Background: an optimization exercise with open tools, aiming at small area, a short achievable clock period and few clock cycles per item. Do not read the settings as production practice. Function was not checked in any run shown here: the RTL went through the layout flow alone. No activity file was given, so power comes from the tool's default toggle rates.

## flow/design.v (module list and top-level ports; edited modules follow where they fit)
// module zlc_tilechk: 96 lines
// module tc_header_a: 133 lines
// module tc_header_b: 14 lines
// module tc_crc_step: 1658 lines
module zlc_tilechk (
    input  wire         clk,
    input  wire         rst,          
    input  wire [15:0]  cfg_lenm1,    
    input  wire         in_valid,
    output wire         in_ready,
    input  wire [255:0] in_data,      
    input  wire         in_first,
    input  wire         in_last,
    output wire         res_valid,
    output wire [2:0]   res_check,    
    output wire [31:0]  res_crc       
);
  // ...
==> flow/flow/run.sh <==
#!/bin/bash
# Standard layout, with the ports buffered by sky130_fd_sc_hd__buf_2
# instead of the buffer that buffer_ports picks by default.
set -e
export BUFFER_PORTS_ARGS="-buffer_cell sky130_fd_sc_hd__buf_2"
bash standard.sh > standard.log 2>&1
==> flow/standard.sh <==
#!/bin/bash
# synth_recipe.tcl (not shown) runs the flow's synth.tcl, then flattens the netlist and writes it again
# the make line also repeats each setting of config.mk as NAME=value (left out here)
make -C /OpenROAD-flow-scripts/flow DESIGN_CONFIG=/design/flow/config.mk WORK_HOME=/design/flow/orfs CLKGATE_MAP_FILE= SYNTH_SCRIPT=/design/flow/synth_recipe.tcl "${@:-finish}"
==> flow/config.mk <==
export PLATFORM = sky130hd
export DESIGN_NAME = zlc_tilechk
export DESIGN_NICKNAME = zlc_tilechk
export VERILOG_FILES = /design/flow/design.v
export SDC_FILE = /design/flow/constraint.sdc
export NUM_CORES = 4
export LEC_CHECK = 0
export ABC_CLOCK_PERIOD_IN_PS = 30000
export CAP_MARGIN = 20
export CORE_MARGIN = 2
export CORE_UTILIZATION = 40
export SLEW_MARGIN = 20
==> flow/constraint.sdc <==
create_clock -name core_clock -period 50.0 [get_ports {clk}]
set_input_delay 10.0000 -clock core_clock [delete_from_list [all_inputs] [get_ports {clk}]]
set_output_delay 10.0000 -clock core_clock [all_outputs]
set_load 0.01 [all_outputs]
==> impl_metrics.toml, run 1 <==
[placed_design]
gp_congestion = 1.150
io_buffers = 312

[cts]
htreeDepth = 4
clockRootBuffer = "clkbuf_16"
numCtsBuffers = 17

[power]
seq_power_uw = 277
cellPowerDensity_nw_per_um2 = 88.27
pwr-share-seq = 0.100
pg_clk_uw = 134
switching_share = 0.5583

[grt]
grt_pass1_vias = 23230
use_met1 = 0.6200
antenna_found_initial = 3

[setup_path]
reg2reg_depth = 13
arrival_ns = 16.48
crit_path_start = "in_data[16]"

[run]
drv_cap = 0

[final_layout]
final_common_cell = "xnor2_1"
fin_cells = 4341
final_area_um2 = 31410
clk_share = 0.01948
buffer_area_frac = 0.06094
area_delta_synth_final_pct = 11.76

[drt]
drc = 0
vias = 25100
drt-met1-wl_mm = 68.11
firstDrtPassIters = 5
wl_met3_mm = 24.54

[sta]
hold_violations = 0
clock_skew_ns = 0.01189
tns_ns = 0
relSlewSlack = 0.09226

[synth]
synth_area_um2 = 28110
synth_top_area_frac = 0.4045
synth_top_cell_by_area = "xnor2_1"
yosysWarnings = 2

[floorplanning]
fp.dieArea_um2 = 72400
initial_core_util = 0.4027

[outcome]
status = "finished clean"
==> run 2: changes to the inputs <==
==> flow/flow/run.sh (replaced) <==
#!/bin/bash
# Standard layout, with the ports buffered by sky130_fd_sc_hd__buf_4
# instead of the buffer that buffer_ports picks by default.
set -e
export BUFFER_PORTS_ARGS="-buffer_cell sky130_fd_sc_hd__buf_4"
bash standard.sh > standard.log 2>&1
==> run 2 against run 1 <==
Compared with the run above: still clean; combinational power rose by 2%; final area is 2.3% higher; wire length rose by 0.32%; total power is 0.92% higher; synthesized cell count stayed put; first-iteration DRC count decreased by 2.6%; die area stayed put; sequential power about the same; count of clock-buffer cells in the layout up 1; critical path type unchanged.
==> impl_metrics.toml, run 2 <==
[setup_path]
worst-path-buf-inv = 3
crit_path_start = "in_data[16]"
slowest_delay_ns = 0.50
worstSetupEndpointType = "flip-flop"
worstPathRequired_ns = 50.39
crit_slowest_cell = "xnor2_1"
critPathLaunchType = "input pin"
critical_path_class = "input pin to flip-flop"
critical_path_depth = 26
path_max_fanout = 16
cp_common_cell = "ha_1"
r2r_start = "v_q$_DFF_P_"
reg2reg_depth = 13
arrival_ns = 16.21
path_delay_family = "adder cells"

[grt]
antenna_found_initial = 3
grt_use_total = 0.4668
grt_pass1_wl_mm = 219.3
grt_pass1_vias = 23300
grt_max_degree = 62
globalRouteOverflowTotal = 0

[cts]
clk_pin_slew_worst_paths_ns = 0.06
numCtsBuffers = 17
post_cts_resized = 0
htreeDepth = 4
clockRootBuffer = "clkbuf_16"
cts_sinks = 139
hold_buffers = 0
cts_tree = "yes"
clk-insertion-delay-late_ns = 0.46
cts_max_path_buffers = 2
post_cts_buffers = 0

[synth]
ys.flop_type = "edfxtp_1"
seq_area_frac_synth = 0.1264
synth_top_cell_by_area = "xnor2_1"
synth_common_cells = "1298 x xnor2_1, 361 x xor2_1, 184 x inv_1"
synth_most_common_cell = "xnor2_1"
synth.distinct_cells = 78
ys_top_cells_by_area = "xnor2_1 40%, xor2_1 11%, edfxtp_1 8.2%"
avgSynthCellArea_um2 = 9.011
synth_seq_cells = 139
synth.net_count = 3588
synth_top_area_frac = 0.4045
yosysWarnings = 2
synth_area_um2 = 28110
synth-edff-count = 77
synth-async-reset-ratio = 0
syn_inst = 3119

[floorplanning]
die_y_um = 269.1
core_um2 = 69790
initial_core_util = 0.4027
io_pins = 314
rows = 97
die_w_um = 269.1
fp.dieArea_um2 = 72400

[power]
cellPowerDensity_nw_per_um2 = 87.04
internal-power_uw = 1231
pwr-share-seq = 0.099
power_frac_comb = 0.857
irDropWorstVdd_uv = 184.4
p_switching_uw = 1567
switching_share = 0.5601
clkPwrFrac = 0.045
leakage_uw = 0.01191

[drt]
wirelength_mm = 170.8
firstDrtPassIters = 7
drc = 0
vias = 25080
drtIter0Drc = 4047
via_per_inst = 5.777
ant_nets = 0
avgRoutedWirePerCell_um = 39.35

[sta]
setup-violations-final = 0
hold_violations = 0
period_share = 0.3164
slew_viol_final = 0
worst_slack_ns = 34.18
worstMarginPinSlew_ns = 1.292
tns_ns = 0
relSlewSlack = 0.1322
min_period_ns = 15.82
clock_skew_ns = 0.01292
rsz0062_at_grt = "no"
hold_ws_ns = 0.5309
fmax_ghz = 0.06321

[final_layout]
final_common_cell = "xnor2_1"
num-fill-cells = 7001
final_util = 0.4607
area_delta_synth_final_pct = 14.38
layout_common_cells = "1294 x xnor2_1, 359 x xor2_1, 358 x buf_4"
largest_registers = "field_q: 32 flops, y_q: 32 flops"
drive_gt1_frac = 0.1535
nNetsFinal = 3856

[outcome]
status = "finished clean"

[placed_design]
io_buffers = 312
gp_congestion = 1.107
preCtsSetupSlack_ns = 33.66
place_hpwl_mm = 148.6

[worst_hold_path]
min_path_cells = 1
hp-class = "flip-flop to flip-flop"
holdCritStartpoint = "first_q$_DFF_P_"

[run]
drv_cap = 0
-- run 2: cell counts after synthesis --
No cell type changed its count.
-- run 2: metal layers --
metal | vias to the layer above | wire length (um) | GRT usage
met4 | 2 | 11430 | 0.2560
met2 | 1961 | 65600 | 0.6281
met1 | 12210 | 69280 | 0.6250
met3 | 402 | 24460 | 0.1900
met5 | - | 42 | 0.004730
li1 | 10500 | - | -
-- run 2: cells by family after synthesis --
group / Yosys count / share of synthesized area
AOI/OAI and AO/OA: 262 / 0.06108
xor gates and xnor gates: 1747 / 0.5717
adders and majority gates: 198 / 0.1060
buffers and inverters: 297 / 0.04189
DFF: 139 / 0.1264
muxes: 34 / 0.01554
other: 1 / 0.0001334
and+or+nand+nor: 441 / 0.07719
-- run 2: power by group through the flow --
stage          clock network (uW)  logic (uW)  registers (uW)
3_5_place_dp                    0        2290             273
3_3_place_gp                    0        2300             274
6_report                      125        2400             276
4_1_cts                       126        2300             272
2_1_floorplan                   0        1480             247
5_1_grt                       131        2420             275
-- run 2: final timing paths --
| path | endpoint | slack (ns) |
|---|---|---|
| max reg2reg | y_q[4]$_DFFE_PP_ | 44.30 |
| min reg2reg | hfail_q[0]$_DFFE_PP_ | 0.53 |
| min | hfail_q[0]$_DFFE_PP_ | 0.53 |
| max | ok_a_q$_DFF_P_ | 34.18 |
-- run 2: area by class of cell --
type / instances / area [um^2] / share of cell area
well taps: 940 / 1176 / 0.03658
flip-flops and latches: 139 / 3553 / 0.1105
clock buffers: 21 / 491.7 / 0.01530
repair buffers: 358 / 2688 / 0.08360
inverters: 188 / 708.2 / 0.02203
clock inverters: 11 / 78.83 / 0.002452
diodes: 1 / 2.502 / 0.00007784
multi-input cells: 2683 / 23450 / 0.7294
-- run 2: metrics by stage --
step           cells  cell area [um^2]  power, uW
4_1_cts         4340             32130       2698
3_3_place_gp    4308             31550       2575
5_1_grt         4340             32150       2829
6_report        4341             32150       2798
3_5_place_dp    4308             31560       2568
2_1_floorplan   3119             28110       1725
-- run 2: worst reg2reg max path, delay by kind of cell (launching register included) --
| family | cells | cell delay [ns] |
|---|---|---|
| xor gates and xnor gates | 8 | 3.74 |
| buffers and inverters | 2 | 0.57 |
| DFF | 1 | 0.44 |
| muxes | 1 | 0.30 |
| and+or+nand+nor | 2 | 0.38 |
==> module tc_header_a, before the edit <==
module tc_header_a (
    input  wire [255:0] hdr,        
    input  wire [15:0]  lenm1,      
    output wire         ok_a,       
    output wire         bounds_ok,  
    output wire [13:0]  nm1,        
    output wire         big,        
    output wire [13:0]  lo,         
    output wire [13:0]  hi,
    output wire [13:0]  nnzm1,      
    output wire         nnz0        
);
    wire [31:0] w0 = hdr[31:0];
    wire [31:0] w1 = hdr[63:32];
    wire [31:0] w2 = hdr[95:64];
    wire [31:0] w4 = hdr[159:128];
    wire [31:0] w6 = hdr[223:192];
    wire [3:0]  fmt      = w0[3:0];
    wire [1:0]  bs       = w0[5:4];
    wire [1:0]  rnd      = w0[7:6];
    wire        c_bit    = w0[8];
    wire        d_bit    = w0[9];
    wire [3:0]  hver     = w0[15:12];
    wire [6:0]  pum1     = w0[22:16];
    wire [12:0] rowsm1   = w1[12:0];
    wire [12:0] colsm1   = w1[28:16];
    wire [13:0] nnz      = w2[13:0];
    wire [19:0] src_id   = w4[19:0];
    wire [3:0]  src_kind = w4[23:20];
    wire wide16  = (fmt[2:1] == 2'd0);                     
    wire narrow4 = fmt[2] & fmt[0];                        
    wire c1 = (hver == 4'd1);
    wire c2 = (rnd != 2'd3) && !(wide16 && (bs != 2'd0 || rnd != 2'd0)) && !fmt[3];
    wire c3 = !(c_bit && d_bit);
    wire c4 = (src_kind <= 4'd2) &&
              !(src_kind == 4'd1 && src_id[19:6] != 14'd0) &&
              !(src_kind == 4'd2 && src_id != 20'd0);
    wire c5 = (w0[31:23] == 9'd0) && (w1[15:13] == 3'd0) && (w1[31:29] == 3'd0) &&
              (w2[31:14] == 18'd0) && (w4[31:24] == 8'd0) && (w6 == 32'd0);
    wire [7:0] r_div, c_div;            
    genvar k;
    generate
        for (k = 0; k < 8; k = k + 1) begin : g_div
            if (k == 0) begin : g0
                assign r_div[k] = 1'b1;
                assign c_div[k] = 1'b1;
            end else begin : gk
                assign r_div[k] = &rowsm1[k-1:0];
                assign c_div[k] = &colsm1[k-1:0];
            end
        end
    endgenerate
    wire [7:0] n_div;                   
    generate
        for (k = 0; k < 8; k = k + 1) begin : g_ndiv
            if (k < 4) begin : glo
                assign n_div[k] = 1'b1;
            end else begin : ghi
                wire [k:0] t;
                genvar i;
                for (i = 0; i <= k; i = i + 1) begin : g_t
                    assign t[i] = r_div[i] & c_div[k-i];
                end
                assign n_div[k] = |t;
            end
        end
    endgenerate
    wire c6 = wide16 || n_div[4 + bs];
    wire        r_small = (rowsm1[12:7] == 6'd0);
    wire        c_small = (colsm1[12:7] == 6'd0);
    wire [6:0]  m_lo    = r_small ? rowsm1[6:0] : colsm1[6:0];
    wire [12:0] m_hi    = r_small ? colsm1 : rowsm1;
    assign nm1 = m_lo * m_hi + rowsm1 + colsm1;
    wire [13:0] lead;
    generate
        for (k = 0; k < 14; k = k + 1) begin : g_lead
            assign lead[k] = ({1'b0, rowsm1} >= (14'd1 << k) - 14'd1) &&
                             ({1'b0, colsm1} >= (14'd1 << (13 - k)) - 14'd1);
        end
    endgenerate
    assign big = (|lead) | (!r_small && !c_small);
    wire [6:0] t = pum1 - 7'd1;
    wire [6:0] xmin_j [3:7];
    wire [7:3] exact_j;
    generate
        for (k = 3; k <= 7; k = k + 1) begin : g_j
            wire [6:0] qq = t >> k;
            wire [6:0] rr = t & ((7'd1 << k) - 7'd1);
            wire [6:0] q;
            if (k == 3) begin : g3
                assign q = qq - {6'd0, qq > rr} - {6'd0, qq > rr + 7'd9};
            end else begin : g4
                assign q = qq - {6'd0, qq > rr};
            end
            assign xmin_j[k]  = t - q;
            assign exact_j[k] = ((xmin_j[k] >> k) == q);
        end
    endgenerate
    reg [13:0] lo_r, hi_r;
    reg        exact;
    always @(*) begin
        if (wide16) begin
            lo_r  = {3'd0, pum1, 4'd0};
            hi_r  = c_bit ? 14'd2047 : {3'd0, pum1, 4'hF};
            exact = 1'b1;
        end else if (!narrow4) begin                       
            case (bs)
                2'd0: begin lo_r = {2'd0, xmin_j[4], 5'd0}; exact = exact_j[4]; hi_r = c_bit ? {2'd0, 7'd119, 5'h1F} : {2'd0, xmin_j[4], 5'h1F}; end
                2'd1: begin lo_r = {2'd0, xmin_j[5], 5'd0}; exact = exact_j[5]; hi_r = c_bit ? {2'd0, 7'd123, 5'h1F} : {2'd0, xmin_j[5], 5'h1F}; end
                2'd2: begin lo_r = {2'd0, xmin_j[6], 5'd0}; exact = exact_j[6]; hi_r = c_bit ? {2'd0, 7'd125, 5'h1F} : {2'd0, xmin_j[6], 5'h1F}; end
                default: begin lo_r = {2'd0, xmin_j[7], 5'd0}; exact = exact_j[7]; hi_r = c_bit ? {2'd0, 7'd126, 5'h1F} : {2'd0, xmin_j[7], 5'h1F}; end
            endcase
        end else begin                                     
            case (bs)
                2'd0: begin lo_r = {1'b0, xmin_j[3], 6'd0}; exact = exact_j[3]; hi_r = c_bit ? {1'b0, 7'd112, 6'h3F} : {1'b0, xmin_j[3], 6'h3F}; end
                2'd1: begin lo_r = {1'b0, xmin_j[4], 6'd0}; exact = exact_j[4]; hi_r = c_bit ? {1'b0, 7'd119, 6'h3F} : {1'b0, xmin_j[4], 6'h3F}; end
                2'd2: begin lo_r = {1'b0, xmin_j[5], 6'd0}; exact = exact_j[5]; hi_r = c_bit ? {1'b0, 7'd123, 6'h3F} : {1'b0, xmin_j[5], 6'h3F}; end
                default: begin lo_r = {1'b0, xmin_j[6], 6'd0}; exact = exact_j[6]; hi_r = c_bit ? {1'b0, 7'd125, 6'h3F} : {1'b0, xmin_j[6], 6'h3F}; end
            endcase
        end
        if (pum1 == 7'd0 && !wide16) begin                  
            lo_r  = 14'd0;
            exact = c_bit;
            if (!c_bit) hi_r = 14'd0;
        end
    end
    assign lo = lo_r;
    assign hi = hi_r;
    assign ok_a  = c1 & c2 & c3 & c4 & c5 & c6 & (c_bit | exact);
    assign nnzm1 = nnz - 14'd1;
    assign nnz0  = (nnz == 14'd0);
    assign bounds_ok = ({4'd0, pum1, 5'h1F} <= lenm1);
endmodule
==> run 3: changes to the inputs <==
--- a/flow/design.v
+++ b/flow/design.v
@@ -164,9 +164,7 @@
     wire c6 = wide16 || n_div[4 + bs];
     wire        r_small = (rowsm1[12:7] == 6'd0);
     wire        c_small = (colsm1[12:7] == 6'd0);
-    wire [6:0]  m_lo    = r_small ? rowsm1[6:0] : colsm1[6:0];
-    wire [12:0] m_hi    = r_small ? colsm1 : rowsm1;
-    assign nm1 = m_lo * m_hi + rowsm1 + colsm1;
+    tc_nm1 u_nm1 (.r (rowsm1), .c (colsm1), .r_small (r_small), .nm1 (nm1));
     wire [13:0] lead;
     generate
         for (k = 0; k < 14; k = k + 1) begin : g_lead
@@ -175,49 +173,41 @@
         end
     endgenerate
     assign big = (|lead) | (!r_small && !c_small);
-    wire [6:0] t = pum1 - 7'd1;
-    wire [6:0] xmin_j [3:7];
-    wire [7:3] exact_j;
-    generate
-        for (k = 3; k <= 7; k = k + 1) begin : g_j
-            wire [6:0] qq = t >> k;
-            wire [6:0] rr = t & ((7'd1 << k) - 7'd1);
-            wire [6:0] q;
-            if (k == 3) begin : g3
-                assign q = qq - {6'd0, qq > rr} - {6'd0, qq > rr + 7'd9};
-            end else begin : g4
-                assign q = qq - {6'd0, qq > rr};
-            end
-            assign xmin_j[k]  = t - q;
-            assign exact_j[k] = ((xmin_j[k] >> k) == q);
-        end
-    endgenerate
+    wire [6:0] xmin;
+    wire       exact_x;
+    tc_xmin u_xmin (.pum1 (pum1), .j ({1'b0, bs} + (narrow4 ? 3'd3 : 3'd4)), .xmin (xmin), .exact (exact_x));
+    reg [6:0] xmax;
+    always @(*) begin
+        case ({narrow4, bs})
+            3'b000: xmax = 7'd119;    
+            3'b001: xmax = 7'd123;    
+            3'b010: xmax = 7'd125;    
+            3'b011: xmax = 7'd126;    
+            3'b100: xmax = 7'd112;    
+            3'b101: xmax = 7'd119;    
+            3'b110: xmax = 7'd123;    
+            default: xmax = 7'd125;   
+        endcase
+    end
     reg [13:0] lo_r, hi_r;
     reg        exact;
     always @(*) begin
-        if (wide16) begin
+        if (wide16) begin                                  
             lo_r  = {3'd0, pum1, 4'd0};
             hi_r  = c_bit ? 14'd2047 : {3'd0, pum1, 4'hF};
             exact = 1'b1;
+        end else if (pum1 == 7'd0) begin                   
+            lo_r  = 14'd0;
+            hi_r  = narrow4 ? {1'b0, xmax, 6'h3F} : {2'd0, xmax, 5'h1F};
+            exact = 1'b0;
         end else if (!narrow4) begin                       
-            case (bs)
-                2'd0: begin lo_r = {2'd0, xmin_j[4], 5'd0}; exact = exact_j[4]; hi_r = c_bit ? {2'd0, 7'd119, 5'h1F} : {2'd0, xmin_j[4], 5'h1F}; end
-                2'd1: begin lo_r = {2'd0, xmin_j[5], 5'd0}; exact = exact_j[5]; hi_r = c_bit ? {2'd0, 7'd123, 5'h1F} : {2'd0, xmin_j[5], 5'h1F}; end
-                2'd2: begin lo_r = {2'd0, xmin_j[6], 5'd0}; exact = exact_j[6]; hi_r = c_bit ? {2'd0, 7'd125, 5'h1F} : {2'd0, xmin_j[6], 5'h1F}; end
-                default: begin lo_r = {2'd0, xmin_j[7], 5'd0}; exact = exact_j[7]; hi_r = c_bit ? {2'd0, 7'd126, 5'h1F} : {2'd0, xmin_j[7], 5'h1F}; end
-            endcase
+            lo_r  = {2'd0, xmin, 5'd0};
+            hi_r  = {2'd0, c_bit ? xmax : xmin, 5'h1F};
+            exact = exact_x;
         end else begin                                     
-            case (bs)
-                2'd0: begin lo_r = {1'b0, xmin_j[3], 6'd0}; exact = exact_j[3]; hi_r = c_bit ? {1'b0, 7'd112, 6'h3F} : {1'b0, xmin_j[3], 6'h3F}; end
-                2'd1: begin lo_r = {1'b0, xmin_j[4], 6'd0}; exact = exact_j[4]; hi_r = c_bit ? {1'b0, 7'd119, 6'h3F} : {1'b0, xmin_j[4], 6'h3F}; end
-                2'd2: begin lo_r = {1'b0, xmin_j[5], 6'd0}; exact = exact_j[5]; hi_r = c_bit ? {1'b0, 7'd123, 6'h3F} : {1'b0, xmin_j[5], 6'h3F}; end
-                default: begin lo_r = {1'b0, xmin_j[6], 6'd0}; exact = exact_j[6]; hi_r = c_bit ? {1'b0, 7'd125, 6'h3F} : {1'b0, xmin_j[6], 6'h3F}; end
-            endcase
-        end
-        if (pum1 == 7'd0 && !wide16) begin                  
-            lo_r  = 14'd0;
-            exact = c_bit;
-            if (!c_bit) hi_r = 14'd0;
+            lo_r  = {1'b0, xmin, 6'd0};
+            hi_r  = {1'b0, c_bit ? xmax : xmin, 6'h3F};
+            exact = exact_x;
         end
     end
     assign lo = lo_r;
@@ -241,6 +231,199 @@
     wire c8  = nnz0 || (nm1 >= nnzm1);
     assign valid = ok_a & !big & c79 & c8;
 endmodule
+module tc_xmin (
+    input  wire [6:0] pum1,
+    input  wire [2:0] j,         
+    output wire [6:0] xmin,      
+    output wire       exact
+);
+    wire [3:0] q3 = {(pum1 > 7'd72), ((pum1 > 7'd36) & !(pum1 > 7'd72)) | (pum1 > 7'd108), ((pum1 > 7'd18) & !(pum1 > 7'd36)) | ((pum1 > 7'd54) & !(pum1 > 7'd72)) | ((pum1 > 7'd90) & !(pum1 > 7'd108)) | (pum1 > 7'd126), ((pum1 > 7'd9) & !(pum1 > 7'd18)) | ((pum1 > 7'd27) & !(pum1 > 7'd36)) | ((pum1 > 7'd45) & !(pum1 > 7'd54)) | ((pum1 > 7'd63) & !(pum1 > 7'd72)) | ((pum1 > 7'd81) & !(pum1 > 7'd90)) | ((pum1 > 7'd99) & !(pum1 > 7'd108)) | ((pum1 > 7'd117) & !(pum1 > 7'd126))};
+    wire       ex3 = !((pum1 == 7'd0) | (pum1 == 7'd9) | (pum1 == 7'd18) | (pum1 == 7'd27) | (pum1 == 7'd36) | (pum1 == 7'd45) | (pum1 == 7'd54) | (pum1 == 7'd63) | (pum1 == 7'd72) | (pum1 == 7'd81) | (pum1 == 7'd90) | (pum1 == 7'd99) | (pum1 == 7'd108) | (pum1 == 7'd117) | (pum1 == 7'd126));
+    wire [3:0] q4 = {1'b0, (pum1 > 7'd68), ((pum1 > 7'd34) & !(pum1 > 7'd68)) | (pum1 > 7'd102), ((pum1 > 7'd17) & !(pum1 > 7'd34)) | ((pum1 > 7'd51) & !(pum1 > 7'd68)) | ((pum1 > 7'd85) & !(pum1 > 7'd102)) | (pum1 > 7'd119)};
+    wire       ex4 = !((pum1 == 7'd0) | (pum1 == 7'd17) | (pum1 == 7'd34) | (pum1 == 7'd51) | (pum1 == 7'd68) | (pum1 == 7'd85) | (pum1 == 7'd102) | (pum1 == 7'd119));
+    wire [3:0] q5 = {1'b0, 1'b0, (pum1 > 7'd66), ((pum1 > 7'd33) & !(pum1 > 7'd66)) | (pum1 > 7'd99)};
+    wire       ex5 = !((pum1 == 7'd0) | (pum1 == 7'd33) | (pum1 == 7'd66) | (pum1 == 7'd99));
+    wire [3:0] q6 = {1'b0, 1'b0, 1'b0, (pum1 > 7'd65)};
+    wire       ex6 = !((pum1 == 7'd0) | (pum1 == 7'd65));
+    wire [3:0] q7 = {1'b0, 1'b0, 1'b0, 1'b0};
+    wire       ex7 = !((pum1 == 7'd0));
+    reg [3:0] q; reg ex;
+    always @(*) begin
+        case (j)
+            3'd3: begin q = q3; ex = ex3; end
+            3'd4: begin q = q4; ex = ex4; end
+            3'd5: begin q = q5; ex = ex5; end
+            3'd6: begin q = q6; ex = ex6; end
+            default: begin q = q7; ex = ex7; end
+        endcase
+    end
+    assign xmin  = pum1 + {3'b111, ~q};    
+    assign exact = ex;
+endmodule
+module tc_nm1 (
+    input  wire [12:0] r,
+    input  wire [12:0] c,
+    input  wire        r_small,
+    output wire [13:0] nm1
+);
+    wire [6:0]  m_lo = r_small ? r[6:0] : c[6:0];
+    wire [12:0] m_hi = r_small ? c : r;
+    wire p1 = (m_lo[0] & m_hi[4]) ^ (m_lo[1] & m_hi[3]);
+    wire p2 = (m_lo[0] & m_hi[4]) & (m_lo[1] & m_hi[3]);
+    wire p3 = (m_lo[0] & m_hi[5]) ^ (m_lo[1] & m_hi[4]) ^ (m_lo[2] & m_hi[3]);
+    wire p4 = ((m_lo[0] & m_hi[5]) & (m_lo[1] & m_hi[4])) | ((m_lo[2] & m_hi[3]) & ((m_lo[0] & m_hi[5]) ^ (m_lo[1] & m_hi[4])));
+    wire p5 = (m_lo[3] & m_hi[2]) ^ (m_lo[4] & m_hi[1]);
+    wire p6 = (m_lo[3] & m_hi[2]) & (m_lo[4] & m_hi[1]);
+    wire p7 = (m_lo[0] & m_hi[6]) ^ (m_lo[1] & m_hi[5]) ^ (m_lo[2] & m_hi[4]);
+    wire p8 = ((m_lo[0] & m_hi[6]) & (m_lo[1] & m_hi[5])) | ((m_lo[2] & m_hi[4]) & ((m_lo[0] & m_hi[6]) ^ (m_lo[1] & m_hi[5])));
+    wire p9 = (m_lo[3] & m_hi[3]) ^ (m_lo[4] & m_hi[2]) ^ (m_lo[5] & m_hi[1]);
+    wire p10 = ((m_lo[3] & m_hi[3]) & (m_lo[4] & m_hi[2])) | ((m_lo[5] & m_hi[1]) & ((m_lo[3] & m_hi[3]) ^ (m_lo[4] & m_hi[2])));
+    wire p11 = (m_lo[6] & m_hi[0]) ^ r[6];
+    wire p12 = (m_lo[6] & m_hi[0]) & r[6];
+    wire p13 = (m_lo[0] & m_hi[7]) ^ (m_lo[1] & m_hi[6]) ^ (m_lo[2] & m_hi[5]);
+    wire p14 = ((m_lo[0] & m_hi[7]) & (m_lo[1] & m_hi[6])) | ((m_lo[2] & m_hi[5]) & ((m_lo[0] & m_hi[7]) ^ (m_lo[1] & m_hi[6])));
+    wire p15 = (m_lo[3] & m_hi[4]) ^ (m_lo[4] & m_hi[3]) ^ (m_lo[5] & m_hi[2]);
+    wire p16 = ((m_lo[3] & m_hi[4]) & (m_lo[4] & m_hi[3])) | ((m_lo[5] & m_hi[2]) & ((m_lo[3] & m_hi[4]) ^ (m_lo[4] & m_hi[3])));
+    wire p17 = (m_lo[6] & m_hi[1]) ^ r[7] ^ c[7];
+    wire p18 = ((m_lo[6] & m_hi[1]) & r[7]) | (c[7] & ((m_lo[6] & m_hi[1]) ^ r[7]));
+    wire p19 = (m_lo[0] & m_hi[8]) ^ (m_lo[1] & m_hi[7]) ^ (m_lo[2] & m_hi[6]);
+    wire p20 = ((m_lo[0] & m_hi[8]) & (m_lo[1] & m_hi[7])) | ((m_lo[2] & m_hi[6]) & ((m_lo[0] & m_hi[8]) ^ (m_lo[1] & m_hi[7])));
+    wire p21 = (m_lo[3] & m_hi[5]) ^ (m_lo[4] & m_hi[4]) ^ (m_lo[5] & m_hi[3]);
+    wire p22 = ((m_lo[3] & m_hi[5]) & (m_lo[4] & m_hi[4])) | ((m_lo[5] & m_hi[3]) & ((m_lo[3] & m_hi[5]) ^ (m_lo[4] & m_hi[4])));
+    wire p23 = (m_lo[6] & m_hi[2]) ^ r[8] ^ c[8];
+    wire p24 = ((m_lo[6] & m_hi[2]) & r[8]) | (c[8] & ((m_lo[6] & m_hi[2]) ^ r[8]));
+    wire p25 = (m_lo[0] & m_hi[9]) ^ (m_lo[1] & m_hi[8]) ^ (m_lo[2] & m_hi[7]);
+    wire p26 = ((m_lo[0] & m_hi[9]) & (m_lo[1] & m_hi[8])) | ((m_lo[2] & m_hi[7]) & ((m_lo[0] & m_hi[9]) ^ (m_lo[1] & m_hi[8])));
+    wire p27 = (m_lo[3] & m_hi[6]) ^ (m_lo[4] & m_hi[5]) ^ (m_lo[5] & m_hi[4]);
+    wire p28 = ((m_lo[3] & m_hi[6]) & (m_lo[4] & m_hi[5])) | ((m_lo[5] & m_hi[4]) & ((m_lo[3] & m_hi[6]) ^ (m_lo[4] & m_hi[5])));
+    wire p29 = (m_lo[6] & m_hi[3]) ^ r[9] ^ c[9];
+    wire p30 = ((m_lo[6] & m_hi[3]) & r[9]) | (c[9] & ((m_lo[6] & m_hi[3]) ^ r[9]));
+    wire p31 = (m_lo[0] & m_hi[10]) ^ (m_lo[1] & m_hi[9]) ^ (m_lo[2] & m_hi[8]);
+    wire p32 = ((m_lo[0] & m_hi[10]) & (m_lo[1] & m_hi[9])) | ((m_lo[2] & m_hi[8]) & ((m_lo[0] & m_hi[10]) ^ (m_lo[1] & m_hi[9])));
+    wire p33 = (m_lo[3] & m_hi[7]) ^ (m_lo[4] & m_hi[6]) ^ (m_lo[5] & m_hi[5]);
+    wire p34 = ((m_lo[3] & m_hi[7]) & (m_lo[4] & m_hi[6])) | ((m_lo[5] & m_hi[5]) & ((m_lo[3] & m_hi[7]) ^ (m_lo[4] & m_hi[6])));
+    wire p35 = (m_lo[6] & m_hi[4]) ^ r[10] ^ c[10];
+    wire p36 = ((m_lo[6] & m_hi[4]) & r[10]) | (c[10] & ((m_lo[6] & m_hi[4]) ^ r[10]));
+    wire p37 = (m_lo[0] & m_hi[11]) ^ (m_lo[1] & m_hi[10]) ^ (m_lo[2] & m_hi[9]);
+    wire p38 = ((m_lo[0] & m_hi[11]) & (m_lo[1] & m_hi[10])) | ((m_lo[2] & m_hi[9]) & ((m_lo[0] & m_hi[11]) ^ (m_lo[1] & m_hi[10])));
+    wire p39 = (m_lo[3] & m_hi[8]) ^ (m_lo[4] & m_hi[7]) ^ (m_lo[5] & m_hi[6]);
+    wire p40 = ((m_lo[3] & m_hi[8]) & (m_lo[4] & m_hi[7])) | ((m_lo[5] & m_hi[6]) & ((m_lo[3] & m_hi[8]) ^ (m_lo[4] & m_hi[7])));
+    wire p41 = (m_lo[6] & m_hi[5]) ^ r[11] ^ c[11];
+    wire p42 = ((m_lo[6] & m_hi[5]) & r[11]) | (c[11] & ((m_lo[6] & m_hi[5]) ^ r[11]));
+    wire p43 = (m_lo[0] & m_hi[12]) ^ (m_lo[1] & m_hi[11]) ^ (m_lo[2] & m_hi[10]);
+    wire p44 = ((m_lo[0] & m_hi[12]) & (m_lo[1] & m_hi[11])) | ((m_lo[2] & m_hi[10]) & ((m_lo[0] & m_hi[12]) ^ (m_lo[1] & m_hi[11])));
+    wire p45 = (m_lo[3] & m_hi[9]) ^ (m_lo[4] & m_hi[8]) ^ (m_lo[5] & m_hi[7]);
+    wire p46 = ((m_lo[3] & m_hi[9]) & (m_lo[4] & m_hi[8])) | ((m_lo[5] & m_hi[7]) & ((m_lo[3] & m_hi[9]) ^ (m_lo[4] & m_hi[8])));
+    wire p47 = (m_lo[6] & m_hi[6]) ^ r[12] ^ c[12];
+    wire p48 = ((m_lo[6] & m_hi[6]) & r[12]) | (c[12] & ((m_lo[6] & m_hi[6]) ^ r[12]));
+    wire p49 = (m_lo[1] & m_hi[12]) ^ (m_lo[2] & m_hi[11]) ^ (m_lo[3] & m_hi[10]);
+    wire p50 = ((m_lo[1] & m_hi[12]) & (m_lo[2] & m_hi[11])) | ((m_lo[3] & m_hi[10]) & ((m_lo[1] & m_hi[12]) ^ (m_lo[2] & m_hi[11])));
+    wire p51 = (m_lo[4] & m_hi[9]) ^ (m_lo[5] & m_hi[8]);
+    wire p52 = (m_lo[4] & m_hi[9]) & (m_lo[5] & m_hi[8]);
+    wire p53 = (m_lo[0] & m_hi[2]) ^ (m_lo[1] & m_hi[1]);
+    wire p54 = (m_lo[0] & m_hi[2]) & (m_lo[1] & m_hi[1]);
+    wire p55 = (m_lo[0] & m_hi[3]) ^ (m_lo[1] & m_hi[2]) ^ (m_lo[2] & m_hi[1]);
+    wire p56 = ((m_lo[0] & m_hi[3]) & (m_lo[1] & m_hi[2])) | ((m_lo[2] & m_hi[1]) & ((m_lo[0] & m_hi[3]) ^ (m_lo[1] & m_hi[2])));
+    wire p57 = (m_lo[3] & m_hi[0]) ^ r[3];
+    wire p58 = (m_lo[3] & m_hi[0]) & r[3];
+    wire p59 = p1 ^ (m_lo[2] & m_hi[2]) ^ (m_lo[3] & m_hi[1]);
+    wire p60 = (p1 & (m_lo[2] & m_hi[2])) | ((m_lo[3] & m_hi[1]) & (p1 ^ (m_lo[2] & m_hi[2])));
+    wire p61 = (m_lo[4] & m_hi[0]) ^ r[4] ^ c[4];
+    wire p62 = ((m_lo[4] & m_hi[0]) & r[4]) | (c[4] & ((m_lo[4] & m_hi[0]) ^ r[4]));
+    wire p63 = p2 ^ p3 ^ p5;
+    wire p64 = (p2 & p3) | (p5 & (p2 ^ p3));
+    wire p65 = (m_lo[5] & m_hi[0]) ^ r[5] ^ c[5];
+    wire p66 = ((m_lo[5] & m_hi[0]) & r[5]) | (c[5] & ((m_lo[5] & m_hi[0]) ^ r[5]));
+    wire p67 = p4 ^ p6 ^ p7;
+    wire p68 = (p4 & p6) | (p7 & (p4 ^ p6));
+    wire p69 = p9 ^ p11 ^ c[6];
+    wire p70 = (p9 & p11) | (c[6] & (p9 ^ p11));
+    wire p71 = p8 ^ p10 ^ p12;
+    wire p72 = (p8 & p10) | (p12 & (p8 ^ p10));
+    wire p73 = p13 ^ p15 ^ p17;
+    wire p74 = (p13 & p15) | (p17 & (p13 ^ p15));
+    wire p75 = p14 ^ p16 ^ p18;
+    wire p76 = (p14 & p16) | (p18 & (p14 ^ p16));
+    wire p77 = p19 ^ p21 ^ p23;
+    wire p78 = (p19 & p21) | (p23 & (p19 ^ p21));
+    wire p79 = p20 ^ p22 ^ p24;
+    wire p80 = (p20 & p22) | (p24 & (p20 ^ p22));
+    wire p81 = p25 ^ p27 ^ p29;
+    wire p82 = (p25 & p27) | (p29 & (p25 ^ p27));
+    wire p83 = p26 ^ p28 ^ p30;
+    wire p84 = (p26 & p28) | (p30 & (p26 ^ p28));
+    wire p85 = p31 ^ p33 ^ p35;
+    wire p86 = (p31 & p33) | (p35 & (p31 ^ p33));
+    wire p87 = p32 ^ p34 ^ p36;
+    wire p88 = (p32 & p34) | (p36 & (p32 ^ p34));
+    wire p89 = p37 ^ p39 ^ p41;
+    wire p90 = (p37 & p39) | (p41 & (p37 ^ p39));
+    wire p91 = p38 ^ p40 ^ p42;
+    wire p92 = (p38 & p40) | (p42 & (p38 ^ p40));
+    wire p93 = p43 ^ p45 ^ p47;
+    wire p94 = (p43 & p45) | (p47 & (p43 ^ p45));
+    wire p95 = p44 ^ p46 ^ p48;
+    wire p96 = (p44 & p46) | (p48 & (p44 ^ p46));
+    wire p97 = p49 ^ p51 ^ (m_lo[6] & m_hi[7]);
+    wire p98 = (p49 & p51) | ((m_lo[6] & m_hi[7]) & (p49 ^ p51));
+    wire p99 = (m_lo[0] & m_hi[1]) ^ (m_lo[1] & m_hi[0]);
+    wire p100 = (m_lo[0] & m_hi[1]) & (m_lo[1] & m_hi[0]);
+    wire p101 = p53 ^ (m_lo[2] & m_hi[0]) ^ r[2];
+    wire p102 = (p53 & (m_lo[2] & m_hi[0])) | (r[2] & (p53 ^ (m_lo[2] & m_hi[0])));
+    wire p103 = p54 ^ p55 ^ p57;
+    wire p104 = (p54 & p55) | (p57 & (p54 ^ p55));
+    wire p105 = p56 ^ p58 ^ p59;
+    wire p106 = (p56 & p58) | (p59 & (p56 ^ p58));
+    wire p107 = p60 ^ p62 ^ p63;
+    wire p108 = (p60 & p62) | (p63 & (p60 ^ p62));
+    wire p109 = p64 ^ p66 ^ p67;
+    wire p110 = (p64 & p66) | (p67 & (p64 ^ p66));
+    wire p111 = p68 ^ p70 ^ p71;
+    wire p112 = (p68 & p70) | (p71 & (p68 ^ p70));
+    wire p113 = p72 ^ p74 ^ p75;
+    wire p114 = (p72 & p74) | (p75 & (p72 ^ p74));
+    wire p115 = p76 ^ p78 ^ p79;
+    wire p116 = (p76 & p78) | (p79 & (p76 ^ p78));
+    wire p117 = p80 ^ p82 ^ p83;
+    wire p118 = (p80 & p82) | (p83 & (p80 ^ p82));
+    wire p119 = p84 ^ p86 ^ p87;
+    wire p120 = (p84 & p86) | (p87 & (p84 ^ p86));
+    wire p121 = p88 ^ p90 ^ p91;
+    wire p122 = (p88 & p90) | (p91 & (p88 ^ p90));
+    wire p123 = p92 ^ p94 ^ p95;
+    wire p124 = (p92 & p94) | (p95 & (p92 ^ p94));
+    wire p125 = (m_lo[0] & m_hi[0]) ^ r[0];
+    wire p126 = (m_lo[0] & m_hi[0]) & r[0];
+    wire p127 = p99 ^ r[1] ^ c[1];
+    wire p128 = (p99 & r[1]) | (c[1] & (p99 ^ r[1]));
+    wire p129 = p100 ^ p101 ^ c[2];
+    wire p130 = (p100 & p101) | (c[2] & (p100 ^ p101));
+    wire p131 = p102 ^ p103 ^ c[3];
+    wire p132 = (p102 & p103) | (c[3] & (p102 ^ p103));
+    wire p133 = p104 ^ p105 ^ p61;
+    wire p134 = (p104 & p105) | (p61 & (p104 ^ p105));
+    wire p135 = p106 ^ p107 ^ p65;
+    wire p136 = (p106 & p107) | (p65 & (p106 ^ p107));
+    wire p137 = p108 ^ p109 ^ p69;
+    wire p138 = (p108 & p109) | (p69 & (p108 ^ p109));
+    wire p139 = p110 ^ p111 ^ p73;
+    wire p140 = (p110 & p111) | (p73 & (p110 ^ p111));
+    wire p141 = p112 ^ p113 ^ p77;
+    wire p142 = (p112 & p113) | (p77 & (p112 ^ p113));
+    wire p143 = p114 ^ p115 ^ p81;
+    wire p144 = (p114 & p115) | (p81 & (p114 ^ p115));
+    wire p145 = p116 ^ p117 ^ p85;
+    wire p146 = (p116 & p117) | (p85 & (p116 ^ p117));
+    wire p147 = p118 ^ p119 ^ p89;
+    wire p148 = (p118 & p119) | (p89 & (p118 ^ p119));
+    wire p149 = p120 ^ p121 ^ p93;
+    wire p150 = (p120 & p121) | (p93 & (p120 ^ p121));
+    wire p151 = p122 ^ p123 ^ p97;
+    wire p152 = (p122 & p123) | (p97 & (p122 ^ p123));
+    wire [13:0] sa = {p150, p148, p146, p144, p142, p140, p138, p136, p134, p132, p130, p128, p126, p125};
+    wire [13:0] sb = {p151, p149, p147, p145, p143, p141, p139, p137, p135, p133, p131, p129, p127, c[0]};
+    assign nm1 = sa + sb;
+endmodule
 module tc_crc_step (
     input  wire [31:0]  s,
     input  wire [255:0] d,
==> flow/flow/run.sh (replaced) <==
#!/bin/bash
# Standard layout, with the ports buffered by sky130_fd_sc_hd__buf_2
# instead of the buffer that buffer_ports picks by default.
set -e
export BUFFER_PORTS_ARGS="-buffer_cell sky130_fd_sc_hd__buf_2"
bash standard.sh > standard.log 2>&1
==> run 3 against run 2 <==
Compared with the run above: count of clock-buffer cells in the layout fell by 2; global-route usage fell by 1.2 points; critical endpoint is now nm1_q[13]$_DFF_P_; worst setup slack improved by 0.23 ns; combinational power fell by 9.2%.
==> impl_metrics.toml, run 3 <==
[setup_path]
arrival_ns = 15.96
critical_path_depth = 20
path_cells = "buf_2 -> nor4_1 -> and3_1 -> mux2i_1 -> nor2_1 -> fa_1 -> fa_1 -> fa_1 -> inv_1 -> fa_1 -> inv_1 -> ha_1 -> o21a_1 -> o21a_1 -> o21a_1 -> o21a_1 -> o21a_1 -> o21ai_0 -> a21oi_1 -> xnor2_1"
path_delay_family = "adder cells"
worst-path-buf-inv = 3
slowest_delay_ns = 0.83
critical_path_class = "input pin to flip-flop"
reg2reg_depth = 12
crit_path_start = "in_data[43]"
r2r_start = "hdr_q$_DFFE_PP_"
worstPathRequired_ns = 50.37
timing.rr.end = "y_q[8]$_DFFE_PP_"
crit_end = "nm1_q[13]$_DFF_P_"
critPathLaunchType = "input pin"
path_max_fanout = 12
worstSetupEndpointType = "flip-flop"
crit_slowest_cell = "mux2i_1"
r2r_slack_ns = 43.77
cp_common_cell = "o21a_1"

[placed_design]
gp_congestion = 1.087
dpl-instance-area_um2 = 29170
io_buffers = 312
preCtsSetupSlack_ns = 33.98
place_hpwl_mm = 140.4
dp.cells = 4102

[cts]
htreeDepth = 4
cts_tree = "yes"
cts_sinks = 138
post_cts_resized = 0
clk-insertion-delay-late_ns = 0.48
post_cts_buffers = 0
hold_buffers = 0
numCtsBuffers = 17
cts_max_path_buffers = 2
clockRootBuffer = "clkbuf_16"
clk_pin_slew_worst_paths_ns = 0.07

[power]
cellPowerDensity_nw_per_um2 = 87.12
irDropWorstVdd_uv = 70.58
leakage_uw = 0.01089

[floorplanning]
die_y_um = 262.3
core_um2 = 65860
rows = 94
fp.dieArea_um2 = 68790
io_pins = 314
die_w_um = 262.3
initial_core_util = 0.4051

[final_layout]
final_common_cell = "xnor2_1"
layout_common_cells = "1304 x xnor2_1, 327 x xor2_1, 312 x buf_2"
drive_gt1_frac = 0.1535
final_area_um2 = 29800
num-fill-cells = 6677
fin_cells = 4138
area_delta_synth_final_pct = 11.67
largest_registers = "field_q: 32 flops, y_q: 32 flops"
nNetsFinal = 3669

[sta]
slew_viol_final = 0
clock_skew_ns = 0.02128
tns_ns = 0
worst_slack_ns = 34.41
worstMarginPinSlew_ns = 1.257
relSlewSlack = 0.1592
fmax_ghz = 0.06413
hold_violations = 0
min_period_ns = 15.59
setup-violations-final = 0
rsz0062_at_grt = "no"
period_share = 0.3118
hold_ws_ns = 0.4971

[drt]
drtIter0Drc = 3880
ant_nets = 0
drc = 0
firstDrtPassIters = 5
via_per_inst = 5.745
avgRoutedWirePerCell_um = 38.93
vias = 23770
wirelength_mm = 161.1

[synth]
ys_top_cells_by_area = "xnor2_1 43%, xor2_1 11%, edfxtp_1 8.7%"
yosysWarnings = 3
synth_most_common_cell = "xnor2_1"
ys.flop_type = "edfxtp_1"
synth_common_cells = "1308 x xnor2_1, 328 x xor2_1, 170 x inv_1"
synth.distinct_cells = 78
synth_seq_cells = 138
synth.net_count = 3417
synth_top_area_frac = 0.4293
synth-edff-count = 77
synth_area_um2 = 26680
seq_area_frac_synth = 0.1324
avgSynthCellArea_um2 = 8.880
synth_top_cell_by_area = "xnor2_1"
synth-async-reset-ratio = 0
syn_inst = 3005

[grt]
grt_pass1_vias = 22570
globalRouteOverflowTotal = 0
grt_pass1_wl_mm = 208.2
antenna_found_initial = 4
grt_max_degree = 72
grt_use_total = 0.4549

[worst_hold_path]
hp-class = "flip-flop to flip-flop"

[outcome]
status = "finished clean"

[run]
drv_cap = 0
[run 3: cell count changes in the layout (fill, tap and decap cells not counted), moves of 14 or more]
cell,delta
inv_1,-14
ha_1,-54
buf_2,+312
buf_4,-312
xor2_1,-32
a21o_1,-16
o21ai_0,-14
[run 3: how the worst min path moves through the flow]
stage | start | to | cells after the start
2_1_floorplan | first_q$_DFF_P_ | hfail_q[0]$_DFFE_PP_ | 1
6_report | first_q$_DFF_P_ | hfail_q[0]$_DFFE_PP_ | 1
3_5_place_dp | first_q$_DFF_P_ | hfail_q[0]$_DFFE_PP_ | 1
4_1_cts | first_q$_DFF_P_ | hfail_q[0]$_DFFE_PP_ | 1
5_1_grt | first_q$_DFF_P_ | hfail_q[0]$_DFFE_PP_ | 1
3_3_place_gp | first_q$_DFF_P_ | hfail_q[0]$_DFFE_PP_ | 1
[run 3: cell type report]
cell class | instances | area, um^2 | share of cell area
Clock inverter | 13 | 161.4 | 0.005417
Tap cell | 864 | 1081 | 0.03628
Inverter | 174 | 658.1 | 0.02209
Clock buffer | 19 | 432.9 | 0.01453
Multi-Input combinational cell | 2568 | 22010 | 0.7388
Antenna cell | 4 | 10.01 | 0.0003359
Timing Repair Buffer | 358 | 1907 | 0.06399
Sequential cell | 138 | 3533 | 0.1186
[run 3: layer usage]
layer,track usage,wire [um]
met2,0.6405,64720
met5,0,195
met1,0.6139,65830
met4,0.2371,9697
met3,0.1480,20640
[run 3: report_power, final]
| group | switching (uW) | internal, uW | total, uW |
|---|---|---|---|
| Clock | 59.1 | 74.7 | 134 |
| Sequential | 52.9 | 226 | 279 |
| Combinational | 1310 | 877 | 2180 |
| Total | 1420 | 1180 | 2600 |
[run 3: metrics by stage]
| stage | utilization | total power, uW |
|---|---|---|
| 6_report | 0.4524 | 2596 |
| 5_1_grt | 0.4523 | 2641 |
| 4_1_cts | 0.4519 | 2531 |
| 3_5_place_dp | 0.4429 | 2396 |
| 3_3_place_gp | 0.4427 | 2402 |
| 2_1_floorplan | - | 1675 |
[run 3: cell families after synthesis]
group / Yosys count / synth area share
buffers and inverters: 299 / 0.04431
DFF: 138 / 0.1324
other: 2 / 0.0002815
muxes: 21 / 0.008440
and+or+nand+nor: 444 / 0.08168
xor gates and xnor gates: 1716 / 0.5887
adders and majority gates: 136 / 0.08225
AOI/OAI and AO/OA: 249 / 0.06194
==> run 4: changes to the inputs <==
==> flow/flow/run.sh (replaced) <==
#!/bin/bash
# Standard layout, with the ports buffered by sky130_fd_sc_hd__buf_2 instead
# of the buffer that buffer_ports picks by default, and ORFS's timing repair
# aiming at a setup slack of SETUP_SLACK_MARGIN ns at the design's period.
set -e
export BUFFER_PORTS_ARGS="-buffer_cell sky130_fd_sc_hd__buf_2"
export SETUP_SLACK_MARGIN=37.5
bash standard.sh > standard.log 2>&1
==> run 4 against run 3 <==
Compared with the run above: still clean; wire length is 0.81% higher; core utilization is 9.7 points higher; clock skew is 0.0081 ns lower; die area stayed put.
==> impl_metrics.toml, run 4 <==
[outcome]
status = "finished clean"

[worst_hold_path]
hold_path_end = "hfail_q[0]$_DFFE_PP_"
min_path_cells = 1
hp-class = "flip-flop to flip-flop"
holdCritStartpoint = "first_q$_DFF_P_"

[synth]
synth_top_area_frac = 0.4293
synth-edff-count = 77
synth-async-reset-ratio = 0
synth_top_cell_by_area = "xnor2_1"
ys_top_cells_by_area = "xnor2_1 43%, xor2_1 11%, edfxtp_1 8.7%"
synth_area_um2 = 26680
synth_common_cells = "1308 x xnor2_1, 328 x xor2_1, 170 x inv_1"
syn_inst = 3005
seq_area_frac_synth = 0.1324
synth_seq_cells = 138
synth.net_count = 3417
ys.flop_type = "edfxtp_1"
avgSynthCellArea_um2 = 8.880
synth.distinct_cells = 78
yosysWarnings = 3
synth_most_common_cell = "xnor2_1"

[setup_path]
reg2reg_depth = 12
r2r_slack_ns = 44.73
arrival_ns = 14.80
worstSetupEndpointType = "flip-flop"
timing.rr.end = "y_q[21]$_DFFE_PP_"
worstPathRequired_ns = 50.35
slowest_delay_ns = 0.53
crit_slowest_cell = "fa_1"
path_max_fanout = 6
critical_path_class = "input pin to flip-flop"
path_cells = "buf_12 -> nor4_4 -> and3_4 -> buf_12 -> mux2i_4 -> nor2_1 -> ha_1 -> fa_1 -> inv_2 -> fa_1 -> fa_1 -> inv_2 -> ha_4 -> o21a_1 -> o21a_1 -> o21a_1 -> o21a_1 -> o21a_1 -> o21a_1 -> o21ai_2 -> nand2b_1 -> xor2_1"
r2r_start = "hdr_q$_DFFE_PP_"
cp_common_cell = "o21a_1"
critPathLaunchType = "input pin"

[drt]
wirelength_mm = 162.4
drtIter0Drc = 3999
vias = 24870
avgRoutedWirePerCell_um = 37.85
via_per_inst = 5.796
ant_nets = 0
drc = 0
firstDrtPassIters = 7

[final_layout]
area_delta_synth_final_pct = 35.61
nNetsFinal = 3822
drive_gt1_frac = 0.3243
final_common_cell = "xnor2_1"
layout_common_cells = "1025 x xnor2_1, 266 x buf_2, 249 x xnor2_2"
largest_registers = "field_q: 32 flops, y_q: 32 flops"

[power]
leakage_uw = 0.01376
irDropWorstVdd_uv = 60.79
cellPowerDensity_nw_per_um2 = 82.47

[floorplanning]
core_um2 = 65860
die_y_um = 262.3
fp.dieArea_um2 = 68790
die_w_um = 262.3
rows = 94
initial_core_util = 0.4051
io_pins = 314

[grt]
grt_use_total = 0.4589
grt_max_degree = 72
antenna_found_initial = 8
grt_pass1_wl_mm = 211.3
grt_pass1_vias = 23460
globalRouteOverflowTotal = 0

[sta]
period_share = 0.2890
setup-violations-final = 0
relSlewSlack = 0.1990
clock_skew_ns = 0.01321
hold_violations = 0
rsz0062_at_grt = "yes"
worstMarginPinSlew_ns = 1.191
worst_slack_ns = 35.55
hold_ws_ns = 0.5039
fmax_ghz = 0.06920
tns_ns = 0
slew_viol_final = 0
min_period_ns = 14.45

[placed_design]
place_hpwl_mm = 137.1
gp_congestion = 1.104
preCtsSetupSlack_ns = 34.18
io_buffers = 312

[cts]
clockRootBuffer = "clkbuf_16"
numCtsBuffers = 17
hold_buffers = 0
cts_sinks = 138
cts_max_path_buffers = 2
htreeDepth = 4
clk_pin_slew_worst_paths_ns = 0.07
clk-insertion-delay-late_ns = 0.46
cts_tree = "yes"

[run]
drv_cap = 0
## run 4: layout make-up
cell class                      count  area (um^2)
Timing Repair Buffer              510         3608
Clock inverter                     14        161.4
Antenna cell                        3        7.507
Fill cell                        6158        29680
Tap cell                          864         1081
Clock buffer                       18        429.2
Sequential cell                   138         3545
Multi-Input combinational cell   2569        26660
Inverter                          174        690.7
## run 4: per-layer routing
metal,global-route usage,part of all wire,vias to the layer above
met4,0.2720,0.078,4
met2,0.6302,0.39,1974
met3,0.1524,0.13,466
met1,0.6188,0.40,12100
li1,-,-,10330
met5,0.01040,0.0018,-
## run 4: where the power goes
group / internal [uW] / switching (uW)
Sequential: 227 / 58.6
Combinational: 1120 / 1440
Clock: 74.8 / 58.7
## run 4: worst max-delay path: cells and delay by family
| kind | cells | cell delay [ns] |
|---|---|---|
| AOI/OAI and AO/OA | 7 | 1.25 |
| xor gates and xnor gates | 1 | 0.14 |
| adders and majority gates | 5 | 2.00 |
| buffers and inverters | 4 | 0.34 |
| muxes | 1 | 0.33 |
| and+or+nand+nor | 4 | 0.75 |
## run 4: cells by family after synthesis
family / share of synthesized area
compound gates: 0.06194
xor+xnor: 0.5887
fa+ha+maj: 0.08225
buf+inv: 0.04431
flops: 0.1324
mux: 0.008440
other cells: 0.0002815
simple gates: 0.08168
## run 4: how the worst max path moves through the flow
stage,depth (start not counted),end,from,slack [ns]
after global placement,21,nm1_q[13]$_DFF_P_,in_data[42],34.30
final,22,nm1_q[11]$_DFF_P_,in_data[44],35.55
after floorplan,24,nm1_q[11]$_DFF_P_,in_data[42],35.07
after global routing,22,nm1_q[11]$_DFF_P_,in_data[44],35.37
after CTS,22,nm1_q[11]$_DFF_P_,in_data[44],35.63
after detailed placement,21,nm1_q[13]$_DFF_P_,in_data[42],34.18
## run 4: timing repair
item                       in CTS  in global routing
setup endpoints to repair      62                 57
buffers inserted               94                 64
pin swaps                      99                102
resized for setup             478                190
gates cloned                    3                  0
## run 4: through the flow
| step | instances | power [uW] | area [um^2] | utilization |
|---|---|---|---|---|
| global route | 4287 | 3031 | 36180 | 0.5493 |
| global placement | 4094 | 2416 | 29310 | 0.4449 |
| floorplan | 3005 | 1682 | 26920 | - |
| detailed placement | 4094 | 2409 | 29310 | 0.4449 |
| finish | 4290 | 2984 | 36190 | 0.5494 |
| CTS | 4223 | 2792 | 34310 | 0.5209 |

-- afterwards: timing with drivers on the ports --
Ports are ideal in the flow. The routed layouts listed here were re-timed in OpenROAD. Step 1 (the two cells are an assumption about what drives the block):
set clk [get_ports {clk}]
set_driving_cell -lib_cell sky130_fd_sc_hd__clkbuf_16 $clk
set_driving_cell -lib_cell sky130_fd_sc_hd__buf_2 [delete_from_list [all_inputs] $clk]
Step 2 times the ports against the registers' clock, not the clock port: input delays grow and output delays shrink by t, the midpoint of the rising clock arrivals with the driver on. Slacks: no drivers / after step 1 / after step 2; pairs: no drivers / after step 1.
run	t (ns)	setup slack, ns	worst setup path after step 2	latest minus earliest clock arrival (ns)	worst register clock-pin slew, ns
run 1	0.496	33.905 / 33.935 / 33.439	input to register	0.014 / 0.014	0.07 / 0.07
run 2	0.496	34.179 / 34.205 / 33.709	input to register	0.016 / 0.016	0.07 / 0.07
run 3	0.530	34.408 / 34.450 / 33.919	input to register	0.022 / 0.021	0.08 / 0.08
run 4	0.522	35.549 / 35.566 / 35.044	input to register	0.014 / 0.014	0.07 / 0.07
After both steps setup and hold are still met in every run listed. The setup slack of run 4, which loses most, moves by +0.017 ns with the drivers and by -0.505 ns with both steps.
